This is an optimization exercise on Yosys and OpenROAD, whose aim is small area, a short achievable clock period and few clock cycles, not a production implementation. Function was checked by simulation only, so behaviour that the tests miss may differ from the original. Power figures rest on the tool's default switching activity, not on a simulated workload.

==> flow/design.v (outline; a module is shown in full before it is edited, if it fits) <==
// module mac_agen: 98 lines
// module mac_add: 26 lines
// module mac_form_o: 39 lines
// module mac_rsb: 13 lines
// module mac_seq_tile: 401 lines
// module mac_mul: 1148 lines
module mac_seq_tile (
    input  wire        clk,
    input  wire        rst,
    input  wire        start,
    input  wire        a_signed,
    input  wire        b_signed,
    input  wire [30:0] ag0_cfg,
    input  wire [30:0] ag1_cfg,
    output wire        busy,
    output reg         done,
    output wire [5:0]  i_addr,
    input  wire [31:0] i_rdata,
    output wire [7:0]  x_addr,
    output wire        x_we,
    output wire [15:0] x_wdata,
    input  wire [15:0] x_rdata,
    output wire [7:0]  y_addr,
    output wire        y_we,
    output wire [15:0] y_wdata,
    input  wire [15:0] y_rdata,
    output reg  [39:0] acc,
    output reg  [15:0] out,
    output reg  [3:0]  bx,
    output reg         ovf,
    output reg         fault,
    output reg  [1:0]  fault_code,
    output reg  [5:0]  pc
);
  // ...
==> flow/flow/run.sh <==
#!/bin/bash
# The standard layout (the standard flow's synthesis, floorplan, placement, CTS and routing),
# with repair_timing asked for 14 ns more setup slack than the clock period needs,
# so that the tools size the critical paths for speed. The design, its synthesis,
# clock and constraints are the standard flow's; each tool's output goes to its own log.
set -euo pipefail
bash standard.sh synth > synth.log 2>&1
bash standard.sh SETUP_SLACK_MARGIN=14 TNS_END_PERCENT=5 finish > layout.log 2>&1
==> flow/standard.sh <==
#!/bin/bash
# synth_recipe.tcl (not shown) runs the flow's synth.tcl, then flattens the netlist and writes it again
# the make line also repeats each setting of config.mk as NAME=value (left out here)
make -C /OpenROAD-flow-scripts/flow DESIGN_CONFIG=/design/flow/config.mk WORK_HOME=/design/flow/orfs CLKGATE_MAP_FILE= SYNTH_SCRIPT=/design/flow/synth_recipe.tcl "${@:-finish}"
==> flow/config.mk <==
export PLATFORM = sky130hd
export DESIGN_NAME = mac_seq_tile
export DESIGN_NICKNAME = mac_seq_tile
export VERILOG_FILES = /design/flow/design.v
export SDC_FILE = /design/flow/constraint.sdc
export NUM_CORES = 4
export LEC_CHECK = 0
export CAP_MARGIN = 20
export CORE_MARGIN = 2
export CORE_UTILIZATION = 40
export SLEW_MARGIN = 20
==> flow/constraint.sdc <==
create_clock -name core_clock -period 20.0 [get_ports {clk}]
set_input_delay 4.0000 -clock core_clock [delete_from_list [all_inputs] [get_ports {clk}]]
set_output_delay 4.0000 -clock core_clock [all_outputs]
set_load 0.01 [all_outputs]
==> results.py, run 1 <==
metrics = {
    "synthesis": {
        "synth_area_um2": 40800,
        "synth_top_cell_by_area": "dfxtp_1",
        "netlist.area_leader.share": 0.242,
        "async_reset_ff_frac": 0,
    },
    "routing": {
        "routed-wl-met2_um": 62900,
        "wire_per_inst_um": 20.8,
    },
    "place": {
        "pre_cts_slack_ns": 11.82,
        "place_area_um2": 44500,
        "gp_congestion": 0.922,
    },
    "cells_and_area": {
        "final_cell_mix": "nand2_1 (499), dfxtp_1 (454), inv_1 (411)",
        "n_clock_buffer": 81,
        "buffers": 455,
        "sh_seq_area": 0.232,
        "largest_reg_flops": 40,
    },
    "cts": {
        "cts_sinks": 542,
        "cts_tree": "yes",
        "clk_pin_slew_ns": 0.06,
        "post_cts_buffers": 83,
    },
    "power_and_ir_drop": {
        "powerDensity_nw_per_um2": 96.9,
        "peakVddDrop_mv": 0.133,
        "internal-power_uw": 2970,
    },
    "run_status": {
        "status": "no timing/DRC/antenna violations",
    },
    "floorplanning": {
        "initial_utilization": 0.403,
        "io_pins": 259,
        "die_x_um": 324,
        "die_area_um2": 105000,
    },
    "setup_path": {
        "crit_slowest_cell": "fa_2",
        "cp-startpoint": "i_rdata[1]",
    },
    "timing": {
        "setup_ws_ns": 13.76,
    },
    "grt": {
        "grt_use_met1": 0.324,
        "grt_use_met3": 0.0353,
        "grt_pass1_vias": 34265,
    },
    "min_path": {
        "hp-start": "r_mac",
    },
}
Testbench counts, summed over its fixed seeds: cycles 39,288.
==> run 2, diff against run 1 <==
==> flow/flow/run.sh (replaced) <==
#!/bin/bash
# The standard layout (the standard flow's synthesis, floorplan, placement, CTS and routing),
# with repair_timing asked for 13 ns more setup slack than the clock period needs,
# so that the tools size the critical paths for speed. The design, its synthesis,
# clock and constraints are the standard flow's; each tool's output goes to its own log.
set -euo pipefail
bash standard.sh synth > synth.log 2>&1
bash standard.sh SETUP_SLACK_MARGIN=13 finish > layout.log 2>&1
==> results.py, run 2 <==
metrics = {
    "run_status": {
        "status": "no timing/DRC/antenna violations",
    },
    "timing": {
        "min_period_ns": 6.95,
        "fin_skew_ns": 0.0201,
        "period_share": 0.347,
        "grt_setup_unrepaired": "false",
        "setup-tns-final_ns": 0,
        "timing_worst_slew_pin_value_ns": 1.14,
        "hold_violations": 0,
        "report.final.slew_viol_count": 0,
        "max_slew_margin": 0.241,
        "finalSetupViolations": 0,
        "fmax_ghz": 0.144,
    },
    "synthesis": {
        "ys_warn_count": 7,
        "synth.distinct_cells": 94,
        "netlist_top_cells_count": "nand2_1 (504), dfxtp_1 (494), inv_1 (425), nor2_1 (381), a21oi_1 (341)",
        "netlist.area_leader.share": 0.242,
        "synth_top_cell_by_area": "dfxtp_1",
        "synth_area_leaders": "dfxtp_1 (24%), fa_1 (14%), ha_1 (5.7%)",
        "synth.most_common_cell": "nand2_1",
        "synth.ff_latch_count": 542,
        "synth_fp_nets": 5280,
        "synth_edf_count": 48,
        "synth_seq_area_share": 0.277,
        "synth_flop_cell": "dfxtp_1",
        "postSynthCellCount": 4675,
        "syn_avg_cell_area_um2": 8.74,
        "synth_area_um2": 40800,
        "async_reset_ff_frac": 0,
    },
    "floorplanning": {
        "row_count": 117,
        "die_area_um2": 105000,
        "die_height_um": 324,
        "initial_utilization": 0.403,
        "io_pins": 259,
        "die_x_um": 324,
        "core_area_um2": 101000,
    },
    "setup_path": {
        "crit_chain": "clkdlybuf4s50_1 > nor3_1 > a21o_1 > a21oi_2 > or2_4 > buf_6 > o21ai_2 > or2_2 > nor3_4 > buf_12 > mux2i_4 > buf_12",
        "cp_max_fo": 22,
        "ff2ff_path_depth": 24,
        "crit_arrival_ns": 7.28,
        "startpoint_type": "input port",
        "critical_path.top_delay_family": "buffers and inverters",
        "crit_slowest_cell": "clkdlybuf4s50_1",
        "cpMostUsedCell": "buf_12",
        "cp.depth": 12,
        "crit_path_max_incr_delay_ns": 0.71,
        "worst_setup_path_end_kind": "flop",
        "cp.required_ns": 20.34,
        "path_buf_inv": 4,
        "path_class": "input port to flop",
    },
    "grt": {
        "grtUsageTotal": 0.240,
        "grt_pass1_wl_um": 196000,
        "grt_max_degree": 94,
        "antenna_found_initial": 11,
        "grt_pass1_vias": 33763,
        "grt_overflow": 0,
    },
    "cells_and_area": {
        "final_cell_mix": "nand2_1 (504), dfxtp_1 (464), inv_1 (424)",
        "final_common_cell": "nand2_1",
        "largest_reg_flops": 40,
        "drive_gt1_frac": 0.0805,
        "area_delta_synth_final_pct": 15.7,
        "nFillCells": 9773,
        "largest_register": "acc",
        "nNetsFinal": 5401,
        "fin_area_um2": 47300,
        "biggestRegsByFlops": "acc (40), hold (19)",
    },
    "routing": {
        "dr.pass1.iters": 7,
        "top_layer": "met5",
        "via_per_inst": 5.46,
        "wl_met1_um": 54400,
        "drt_iter0_drc": 2570,
        "ant_nets": 0,
        "route.met3.wl_um": 6910,
        "drc": 0,
        "routed-wl-met2_um": 60600,
        "routed_wl_um": 126000,
        "num_vias": 33952,
        "wire_per_inst_um": 20.2,
    },
    "min_path": {
        "hold_depth": 0,
        "hold_class": "flop to flop",
    },
    "power_and_ir_drop": {
        "powerDensity_nw_per_um2": 93.6,
        "pwr-share-comb": 0.424,
        "p_seq_frac": 0.287,
        "leakage_uw": 0.0186,
        "pwr-share-clk": 0.289,
        "internal-power_uw": 2760,
        "netSwitchingPower_uw": 1660,
        "peakVddDrop_mv": 0.113,
        "switching_share": 0.376,
    },
    "cts": {
        "clk_latency_ns": 0.64,
        "cts_sinks": 542,
        "cts_tree": "yes",
        "cts.path.max_buffers": 3,
        "h-tree-depth": 3,
        "root_buffer": "clkbuf_16",
        "cts_hold_buf": 0,
        "cts_inserted_buffers": 66,
        "clk_pin_slew_ns": 0.06,
    },
    "place": {
        "hpwlAfterDp_um": 93800,
        "place_area_um2": 44400,
        "gp_congestion": 0.903,
        "io_buffers": 256,
    },
    "flow_run": {
        "drv_cap": 0,
    },
}
==> run 2: power groups by stage <==
stage,sequential [uW],combinational [uW],clock (uW)
after floorplan,1240,1400,0
final,1270,1870,1280
after detailed placement,1290,1810,0
after global routing,1280,2130,1350
after global placement,1290,1780,0
after CTS,1270,1830,1300
==> run 2: routing by layer <==
metal / vias to the layer above / global-route usage
li1: 16203 / -
met1: 16489 / 0.313
met2: 1031 / 0.410
met3: 221 / 0.0353
met4: 8 / 0.0730
met5: - / 0
==> run 2: kinds of logic (layout without fill, tap and decap cells) <==
family / Yosys count / in the layout / share of synthesized area
compound gates: 976 / 976 / 0.154
xor+xnor: 192 / 192 / 0.0412
mux: 287 / 289 / 0.0871
flops: 542 / 542 / 0.277
other cells: 0 / 7 / 0
simple gates: 1497 / 1497 / 0.173
fa+ha+maj: 476 / 476 / 0.198
buf+inv: 705 / 875 / 0.0681
==> run 2: layout make-up <==
class                   instances  area (um^2)  area share
clock buffers                  80         1800      0.0380
diodes                          7         17.5    0.000371
multi-input cells            3430        27100       0.573
repair inverters                1         5.00    0.000106
well taps                    1368         1710      0.0362
inverters                     433         1630      0.0345
clock inverters                39          509      0.0108
repair buffers                322         3150      0.0666
flip-flops and latches        542        11400       0.241
==> run 2: per-stage QoR <==
step | utilization | setup slack [ns] | std cells | power, uW | hold slack (ns)
6_report | 0.466 | 13.05 | 6222 | 4420 | 0.325
5_1_grt | 0.466 | 12.99 | 6220 | 4750 | 0.328
4_1_cts | 0.464 | 13.02 | 6211 | 4400 | 0.325
3_5_place_dp | 0.438 | 11.29 | 6080 | 3100 | 0.312
3_3_place_gp | 0.438 | 11.29 | 6079 | 3070 | 0.311
2_1_floorplan | - | 13.02 | 4675 | 2640 | 0.310
==> run 2: final timing paths <==
kind | slack [ns] | to | start
hold / removal | 0.33 | e_p[3] | r_p[3]
setup / recovery | 13.05 | yb_d[3] | i_rdata[29]
hold reg to reg | 0.33 | e_p[3] | r_p[3]
setup reg to reg | 13.27 | acc[30] | e_a[1]
==> run 2: repair_timing <==
| item | in CTS | in global routing |
|---|---|---|
| setup buffers | 9 | 4 |
| endpoints found under the setup margin | 107 | 92 |
| cloned | 3 | 0 |
| gates resized for setup | 44 | 36 |
| pin swaps | 2 | 3 |

-- static timing again, ports no longer ideal --
How much do the figures lean on ideal ports? The routed layouts below were timed once more, with nothing changed but the port constraints.
Step 1 (the two cells are an assumption about what drives the block):
set clk [get_ports {clk}]
set_driving_cell -lib_cell sky130_fd_sc_hd__clkbuf_16 $clk
set_driving_cell -lib_cell sky130_fd_sc_hd__buf_2 [delete_from_list [all_inputs] $clk]
Step 2, shift: input delay + t, output delay - t, t = (earliest + latest rising clock arrival at the registers) / 2. This alone moves slack from input paths to output paths.
Slacks: ideal ports / drivers / drivers and shift; pairs: ideal ports / drivers.
| run | t, ns | slack for setup (ns) | hold slack, ns | worst slew at a driven data input, ns |
|---|---|---|---|---|
| run 1 | 0.710 | 13.756 / 13.781 / 13.079 | 0.294 / 0.294 / 0.294 | 0.13 |
| run 2 | 0.688 | 13.054 / 13.087 / 12.400 | 0.325 / 0.325 / 0.325 | 0.13 |
After both steps setup and hold are still met in every run listed. For run 1, which loses most, drivers alone change the setup slack by +0.025 ns; drivers and shift together by -0.677 ns.
